From an optimization exercise on the open Yosys and OpenROAD flow, aimed at small area; shortcuts taken in it are not production practice. Only simulation tests tie the RTL to the original design; equivalence was not proved.

sierra:
## jomen_matcher
module jomen_matcher (
    input  wire        clk,
    input  wire        rst,           
    input  wire        drop,          
    input  wire        chip_valid,    
    input  wire        chip,
    input  wire [5:0]  cfg_sync,      
    input  wire        cfg_sync_tol,  
    input  wire [1:0]  cfg_correct,   
    output wire        sync_found,
    output wire        word_valid,
    output wire        word_ok,
    output wire [12:0] word_code,
    output wire [2:0]  word_reason,
    output wire [1:0]  word_errors,
    output wire        word_sync_err
);
Size in the first run: about 600 cells after synthesis, roughly 44 flip-flops, roughly 36 I/O pins, about 4800 µm² of cells after synthesis.
clock: 20.0 ns
lec_check: 0
cap_margin: 20
core_margin: 2
core_utilization: 40
slew_margin: 20
standard.sh (not shown) runs the stock make flow with config.mk's settings and CLKGATE_MAP_FILE= SYNTH_SCRIPT=/design/flow/synth_recipe.tcl, a recipe that flattens the netlist after the stock synthesis.
==> flow/flow/run.sh <==
#!/bin/bash
# Layout flow: the standard ORFS flow, except that synthesis maps the
# logic with an area-oriented ABC script (deep AIG optimisation, then area
# recovery in the mapper) and without Yosys's adder extraction, and port
# buffers use the smallest buffer cell. Everything else (registers, their
# names and cell types, floorplan, power grid, CTS, routing) is the standard
# flow's. Each tool's output goes to a log file in this folder.
set -euo pipefail
W=$PWD
FLOWDIR=$W/flow

# Synthesis script: ORFS's synth.tcl with only the ABC script replaced.
sed -e "s#log_cmd abc {\*}\$abc_args#log_cmd abc {*}[lreplace \$abc_args 1 1 $FLOWDIR/abc_deep.script]#" \
    "$FLOW_HOME/scripts/synth.tcl" > "$W/own_synth.tcl"
grep -q "abc_deep.script" "$W/own_synth.tcl"
sed -e "s#source \$::env(SCRIPTS_DIR)/synth.tcl#source $W/own_synth.tcl#" \
    "$W/synth_recipe.tcl" > "$W/own_synth_recipe.tcl"
grep -q "own_synth.tcl" "$W/own_synth_recipe.tcl"

make -C "$FLOW_HOME" DESIGN_CONFIG="$W/config.mk" WORK_HOME="$W/orfs" CLKGATE_MAP_FILE= \
    SYNTH_SCRIPT="$W/own_synth_recipe.tcl" ADDER_MAP_FILE= synth > "$W/synth.log" 2>&1

# The rest of the standard flow, on that netlist.
bash "$W/standard.sh" BUFFER_PORTS_ARGS="-buffer_cell sky130_fd_sc_hd__buf_1" \
    CTS_ARGS="-sink_clustering_enable -repair_clock_nets -dont_use_dummy_load -buf_list sky130_fd_sc_hd__clkbuf_8 -root_buf sky130_fd_sc_hd__clkbuf_8" finish > "$W/layout.log" 2>&1
test -f "$W/out/final.def"
==> flow/flow/abc_deep.script <==
&get -n
&st
&deepsyn -J 100 -T 900
&dch -f
&nf -R 1000
&put
topo
stime -c
upsize -c
dnsize -c
The inputs of maple differ from those of sierra as listed below.
--- a/flow/flow/run.sh
+++ b/flow/flow/run.sh
@@ -24,2 +24 @@
-bash "$W/standard.sh" BUFFER_PORTS_ARGS="-buffer_cell sky130_fd_sc_hd__buf_1" \
-    CTS_ARGS="-sink_clustering_enable -repair_clock_nets -dont_use_dummy_load -buf_list sky130_fd_sc_hd__clkbuf_8 -root_buf sky130_fd_sc_hd__clkbuf_8" finish > "$W/layout.log" 2>&1
+bash "$W/standard.sh" BUFFER_PORTS_ARGS="-buffer_cell sky130_fd_sc_hd__buf_1" finish > "$W/layout.log" 2>&1
--- a/flow/flow/abc_deep.script
+++ b/flow/flow/abc_deep.script
@@ -3 +3 @@
-&deepsyn -J 100 -T 900
+&deepsyn -T 60
==> run notes <==
Placed wire-length estimate (sierra / maple): 0.906
Register-to-register slack in maple vs sierra: down 70 ps
Relative to sierra, instance area at placement has increased by about 1.1% in maple.
Net total in the final layout went up by a few percent going from sierra to maple.
On hold slack, maple does better than sierra.
maple vs sierra: share of synthesized area spent on multiplexers up in maple
Per the comparison of maple with sierra, overall fraction of global-route tracks in use increased by 1.5 points relative to the old numbers, met3 demand-to-capacity share in global routing increased by 1.0 points relative to the old numbers.
sierra completed every stage of the flow, and the final layout passed the timing, DRC and antenna checks.
In summary, maple completed successfully, with a layout that passed the timing, DRC and antenna checks.

## what the ideal ports hide
The results above use ideal ports. As a check the final layouts listed here were re-extracted and re-timed, cells and wires unchanged.
Step 1, drivers: a clkbuf_16 drives clk and a buf_2 each remaining input, both assumed.
Step 2 adds t to the input delays and takes it off the output delays; t is the mean of the earliest and latest rising clock arrival at the registers after step 1. Input paths then give back, and output paths get back, about the clock's delay inside the block.
Three values: ideal ports, drivers, drivers and shift; two values: the first two.
run | t (ns) | setup slack, ns | hold WS [ns] | worst setup path at the end | slew at the worst register clock pin (ns)
sierra | 0.320 | 8.515 / 8.483 / 8.803 | 0.479 / 0.479 / 0.479 | register to output | 0.09 / 0.09
maple | 0.321 | 8.506 / 8.467 / 8.564 | 0.514 / 0.514 / 0.514 | input to output | 0.06 / 0.06
After both steps every run listed still meets setup and hold.
